This design comes from an exercise in tuning for small area, a short achievable clock period and few clock cycles per item on the open sky130 flow, not from production work. Only simulation tests tie the RTL to the original design; equivalence was not proved.

wip/tundra:
// sha256_core
module sha256_core (
    input  wire         clk,
    input  wire         rst,         
    input  wire         in_valid,
    output wire         in_ready,
    input  wire         first,       
    input  wire [511:0] block,
    output reg          out_valid,
    output wire [255:0] digest
);
    localparam [31:0] IV0 = 32'h6a09e667, IV1 = 32'hbb67ae85, IV2 = 32'h3c6ef372, IV3 = 32'ha54ff53a,
                      IV4 = 32'h510e527f, IV5 = 32'h9b05688c, IV6 = 32'h1f83d9ab, IV7 = 32'h5be0cd19;
    reg        busy;
    reg  [5:0] c;
    reg        cur_valid;    
    reg        pend;         
    reg        fill_ok;      
    reg        fr;           
    reg        frn;          
    reg        z0;           
    wire c_is62 = (c == 6'd62);
    wire c_is63 = (c == 6'd63);
    wire fill   = (c[5:4] == 2'b11);
    assign in_ready = busy & c_is63 & fill_ok;
    wire   acc      = in_valid & in_ready & ~rst;
    always @(posedge clk) begin
        if (rst) begin
            busy      <= 1'b0;
            c         <= 6'd48;
            cur_valid <= 1'b0;
            pend      <= 1'b0;
            fr        <= 1'b0;
            z0        <= 1'b0;
            out_valid <= 1'b0;
        end else begin
            out_valid <= z0 & cur_valid;
            z0        <= busy & c_is63;
            if (!busy) begin
                c <= 6'd48;
                if (in_valid) begin
                    busy      <= 1'b1;
                    c         <= 6'd49;
  ...
==> flow/config.mk <==
export PLATFORM = sky130hd
export DESIGN_NAME = sha256_core
export DESIGN_NICKNAME = sha256_core
export VERILOG_FILES = /design/flow/design.v
export SDC_FILE = /design/flow/constraint.sdc
export NUM_CORES = 4
export LEC_CHECK = 0
export CAP_MARGIN = 20
export CORE_MARGIN = 2
export CORE_UTILIZATION = 45
export CTS_BUF_LIST = sky130_fd_sc_hd__clkbuf_8
export PLACE_DENSITY = 0.65
export SETUP_SLACK_MARGIN = 4
export SLEW_MARGIN = 20
==> flow/constraint.sdc <==
create_clock -name core_clock -period 9.0 [get_ports {clk}]
set_input_delay 1.8000 -clock core_clock [delete_from_list [all_inputs] [get_ports {clk}]]
set_output_delay 1.8000 -clock core_clock [all_outputs]
set_load 0.01 [all_outputs]
standard.sh (not shown) runs the stock make flow with config.mk's settings and CLKGATE_MAP_FILE= SYNTH_SCRIPT=/design/flow/synth_recipe.tcl, a recipe that flattens the netlist after the stock synthesis.
==> flow/flow/run.sh <==
#!/bin/bash
set -e
export BUFFER_PORTS_ARGS="-buffer_cell sky130_fd_sc_hd__buf_1"
bash standard.sh > standard.log 2>&1
wip/tundra finished every stage and its layout cleared the timing, DRC and antenna checks.
Testbench counts of wip/tundra, summed over its fixed seeds: cycles 82,064, items 1,280.
Edits applied to the flow inputs when going from wip/tundra to wip/delta:
==> flow/flow/run.sh <==
#!/bin/bash
set -e
export BUFFER_PORTS_ARGS="-buffer_cell sky130_fd_sc_hd__buf_1"
bash standard.sh MATCH_CELL_FOOTPRINT=0 finish > standard.log 2>&1
Notes after the runs:
wip/delta | stages: all done | timing, DRC, antenna: all pass
wip/delta against wip/tundra: die outline area now sits at about the same level, routed length on met3 now sits higher, post-DP HPWL now sits lower.
Compared with wip/tundra, in wip/delta detailed-routed wire length on met2 -3.2%; total area of sequential cells comparable.
diff inputs: wip/delta => wip/harbor
Settings: clearing CTS_BUF_LIST, which used to be sky130_fd_sc_hd__clkbuf_8.
==> flow/run.sh (new file) <==
#!/bin/bash
# synth_recipe.tcl (not shown) runs the flow's synth.tcl, then flattens the netlist and writes it again
# the make line also repeats each setting of config.mk as NAME=value (left out here)
make -C /OpenROAD-flow-scripts/flow DESIGN_CONFIG=/design/flow/config.mk WORK_HOME=/design/flow/orfs CLKGATE_MAP_FILE= SYNTH_SCRIPT=/design/flow/synth_recipe.tcl finish
removed: flow/flow/run.sh
removed: flow/standard.sh
Findings:
- Compared with wip/delta, wip/harbor shows number of buffers outside the clock class in the layout that has gone down slightly.
- Looking at wip/harbor and wip/delta, the half-perimeter wire length after detailed placement is a wash.
- wip/harbor: utilization higher than wip/delta
- Count of H-tree levels built during CTS (higher): wip/delta
- Total clock buffers created by CTS: wip/harbor lower than wip/delta
Edits applied to the flow inputs when going from wip/harbor to wip/raven:
Settings: CTS_BUF_LIST newly set to sky130_fd_sc_hd__clkbuf_8; SETUP_SLACK_MARGIN changed from 4 to 4.5.
==> flow/flow/run.sh (new file) <==
#!/bin/bash
set -e
export BUFFER_PORTS_ARGS="-buffer_cell sky130_fd_sc_hd__buf_1"
bash standard.sh MATCH_CELL_FOOTPRINT=0 finish > standard.log 2>&1
==> flow/standard.sh (new file) <==
#!/bin/bash
# synth_recipe.tcl (not shown) runs the flow's synth.tcl, then flattens the netlist and writes it again
# the make line also repeats each setting of config.mk as NAME=value (left out here)
make -C /OpenROAD-flow-scripts/flow DESIGN_CONFIG=/design/flow/config.mk WORK_HOME=/design/flow/orfs CLKGATE_MAP_FILE= SYNTH_SCRIPT=/design/flow/synth_recipe.tcl "${@:-finish}"
removed: flow/run.sh
Total of fill cells in the finished design (lower): wip/harbor. Largest net degree at the start of global routing: higher on wip/harbor. Taking wip/harbor as the reference, in wip/raven period utilization has decreased; non-clock buffer count in the final layout now sits higher. Taking wip/raven over wip/harbor, the overall routed net length ratio works out to 1.07. wip/raven vs wip/harbor on per-cell routed wire length: wip/raven is the higher one. Looking at critical path startpoint, the e[8] result is from wip/raven; the e[6] one comes from wip/harbor. Diff wip/harbor -> wip/raven: final worst setup slack rose 78 ps.
[inputs] wip/juniper vs wip/raven
Settings: a change of SETUP_SLACK_MARGIN from 4.5 to 3.5.
wip/juniper vs wip/raven — minimum clock period after layout rose 560 ps. On number of global-route vias before repair: wip/juniper sits below wip/raven. Between wip/raven and wip/juniper, the number of placed instances, taps included figures differ only marginally. Relative to wip/raven, the post-route non-filler standard cell count measured on wip/juniper has decreased slightly. Post-synthesis xor/xnor area fraction came out exactly the same in wip/raven and wip/juniper. When the final numbers for wip/raven and wip/juniper were put side by side, the total buffers and inverters traversed by the critical path turned out to be greater in wip/raven. Core utilization: wip/juniper lower than wip/raven.


Another version of the RTL of sha256_core (not shown whole).
For scale: roughly 5700 cells after synthesis, about 770 I/O pins.
==> flow/config.mk <==
export PLATFORM = sky130hd
export DESIGN_NAME = sha256_core
export DESIGN_NICKNAME = sha256_core
export VERILOG_FILES = /design/flow/design.v
export SDC_FILE = /design/flow/constraint.sdc
export NUM_CORES = 4
export LEC_CHECK = 0
export CAP_MARGIN = 20
export CORE_MARGIN = 2
export CORE_UTILIZATION = 40
export PLACE_DENSITY = 0.6
export SETUP_SLACK_MARGIN = 5
export SLEW_MARGIN = 20
==> flow/constraint.sdc <==
create_clock -name core_clock -period 9.0 [get_ports {clk}]
set_input_delay 1.8000 -clock core_clock [delete_from_list [all_inputs] [get_ports {clk}]]
set_output_delay 1.8000 -clock core_clock [all_outputs]
set_load 0.01 [all_outputs]
run.sh (not shown) runs the stock make flow with config.mk's settings and CLKGATE_MAP_FILE= SYNTH_SCRIPT=/design/flow/synth_recipe.tcl, a recipe that flattens the netlist after the stock synthesis.
Stock flow here: none of the scripts above is used.
Testbench counts at the start, summed over its fixed seeds: cycles 82,064, items 1,280.
Then changed:
Settings changed: SETUP_SLACK_MARGIN 5 to 4.
What happened: Count of clock-buffer cells in the layout went down by 2; first-iteration DRC count fell slightly; hold slack degrades by 0.015 ns; non-clock buffer count decreases by 247; global-route usage drops by 0.70 points; final cell count decreases by a few percent; worst setup slack degrades by 0.013 ns.


Setup of run 1:
sha256_core, a different RTL version from the one above (not shown whole).
Size in the first run: ~5400 cells after synthesis, roughly 1100 flip-flops, ~770 I/O pins.
==> flow/design.v (excerpt) <==
module sha256_core (
    input  wire         clk,
    input  wire         rst,         
    input  wire         in_valid,
    output wire         in_ready,
    input  wire         first,       
    input  wire [511:0] block,
    output reg          out_valid,
    output wire [255:0] digest
);
==> flow/config.mk <==
export PLATFORM = sky130hd
export DESIGN_NAME = sha256_core
export DESIGN_NICKNAME = sha256_core
export VERILOG_FILES = /design/flow/design.v
export SDC_FILE = /design/flow/constraint.sdc
export NUM_CORES = 4
export LEC_CHECK = 0
export CAP_MARGIN = 20
export CORE_MARGIN = 2
export CORE_UTILIZATION = 45
export CTS_BUF_LIST = sky130_fd_sc_hd__clkbuf_8
export CTS_CLUSTER_DIAMETER = 70
export CTS_CLUSTER_SIZE = 14
export PLACE_DENSITY = 0.65
export SETUP_SLACK_MARGIN = 4.25
export SLEW_MARGIN = 20
==> flow/constraint.sdc <==
create_clock -name core_clock -period 9.0 [get_ports {clk}]
set_input_delay 1.8000 -clock core_clock [delete_from_list [all_inputs] [get_ports {clk}]]
set_output_delay 1.8000 -clock core_clock [all_outputs]
set_load 0.01 [all_outputs]
standard.sh (not shown) runs the stock make flow with config.mk's settings and CLKGATE_MAP_FILE= SYNTH_SCRIPT=/design/flow/synth_recipe.tcl, a recipe that flattens the netlist after the stock synthesis.
==> flow/flow/run.sh <==
#!/bin/bash
set -e
export BUFFER_PORTS_ARGS="-buffer_cell sky130_fd_sc_hd__buf_1"
bash standard.sh MATCH_CELL_FOOTPRINT=0 finish > standard.log 2>&1
Testbench counts of run 1, summed over its fixed seeds: cycles 82,064, items 1,280.
## Diff of input files: run 2 against run 1
diff --git a/flow/config.mk b/flow/config.mk
--- a/flow/config.mk
+++ b/flow/config.mk
@@ -8,9 +8,9 @@
 export CAP_MARGIN = 20
 export CORE_MARGIN = 2
-export CORE_UTILIZATION = 45
+export CORE_UTILIZATION = 42
 export CTS_BUF_LIST = sky130_fd_sc_hd__clkbuf_8
 export CTS_CLUSTER_DIAMETER = 70
 export CTS_CLUSTER_SIZE = 14
-export PLACE_DENSITY = 0.65
+export PLACE_DENSITY = 0.62
 export SETUP_SLACK_MARGIN = 4.25
 export SLEW_MARGIN = 20
[summary]
Any difference in clock network area share between run 1 and run 2 is small enough to ignore. Run 1 → run 2: maximum net fanout on the critical path grew by 1; fmax grew by 0.0028 GHz. The lower largest incremental delay on the critical path came out of run 2. Share of the cycle needed by the critical path after routing ended up 0.71 points lower on run 2 than on run 1. Worst slack at placement for run 2 is higher than for run 1.
What run 3 does differently from run 2 at the input level:
diff --git a/flow/config.mk b/flow/config.mk
--- a/flow/config.mk
+++ b/flow/config.mk
@@ -8,9 +8,9 @@
 export CAP_MARGIN = 20
 export CORE_MARGIN = 2
-export CORE_UTILIZATION = 42
+export CORE_UTILIZATION = 45
 export CTS_BUF_LIST = sky130_fd_sc_hd__clkbuf_8
 export CTS_CLUSTER_DIAMETER = 70
 export CTS_CLUSTER_SIZE = 14
-export PLACE_DENSITY = 0.62
-export SETUP_SLACK_MARGIN = 4.25
+export PLACE_DENSITY = 0.65
+export SETUP_SLACK_MARGIN = 4
 export SLEW_MARGIN = 20
==> notes.md <==
- Both conditions hold for run 2: the flow ran to the end and the final layout passed the timing, DRC and antenna checks.
- No stage failed in run 3, and the final checks on the layout all came back clean.
- Number of violations reported at the end of detailed-routing iteration 0 delta for run 3 relative to run 2: about 10% higher
- The worst slack at placement reported for run 3 is greater than that of run 2 by 0.046 ns.
- On combined flip-flop and latch cell area, run 2 tracks run 3 almost exactly.
- Post-route standard cell area excluding fillers down 0.0013 mm² in run 3 wrt run 2
- Clock transition at the registers of the reported paths essentially unchanged between run 3 and run 2.
- Taking run 2 as the reference, in run 3 fmax went down by 5.6%, total wirelength of the detailed-routed design went down 3.0%.
- Critical path depth sits higher in run 3 than in run 2.

-- afterwards: timing with drivers on the ports --
How much do the figures lean on ideal ports? The routed layouts below were timed once more, with nothing changed but the port constraints. Step 1, drivers: a clkbuf_16 drives clk and a buf_2 each remaining input, both assumed. Step 2 times the ports against the registers' clock, not the clock port: input delays grow and output delays shrink by t, the midpoint of the rising clock arrivals with the driver on. a / b / c = ideal / step 1 / step 2; a / b = the first two.
run	shift t [ns]	setup slack, ns	worst setup path at the end
wip/tundra	1.003	3.984 / 3.984 / 3.984	register to register
wip/delta	0.989	3.996 / 3.996 / 3.996	register to register
wip/harbor	0.830	4.050 / 3.979 / 4.050	register to register
wip/raven	1.025	4.128 / 4.128 / 4.128	register to register
wip/juniper	0.990	3.566 / 3.566 / 3.566	register to register
the first run of note 2	0.824	3.789 / 3.789 / 3.789	register to register
the second run of note 2	0.834	3.776 / 3.776 / 3.776	register to register
run 1	0.921	4.232 / 4.232 / 4.232	register to register
run 2	0.885	4.296 / 4.296 / 4.296	register to register
run 3	0.865	4.015 / 4.015 / 4.015	register to register
After both steps every run listed still meets setup and hold.
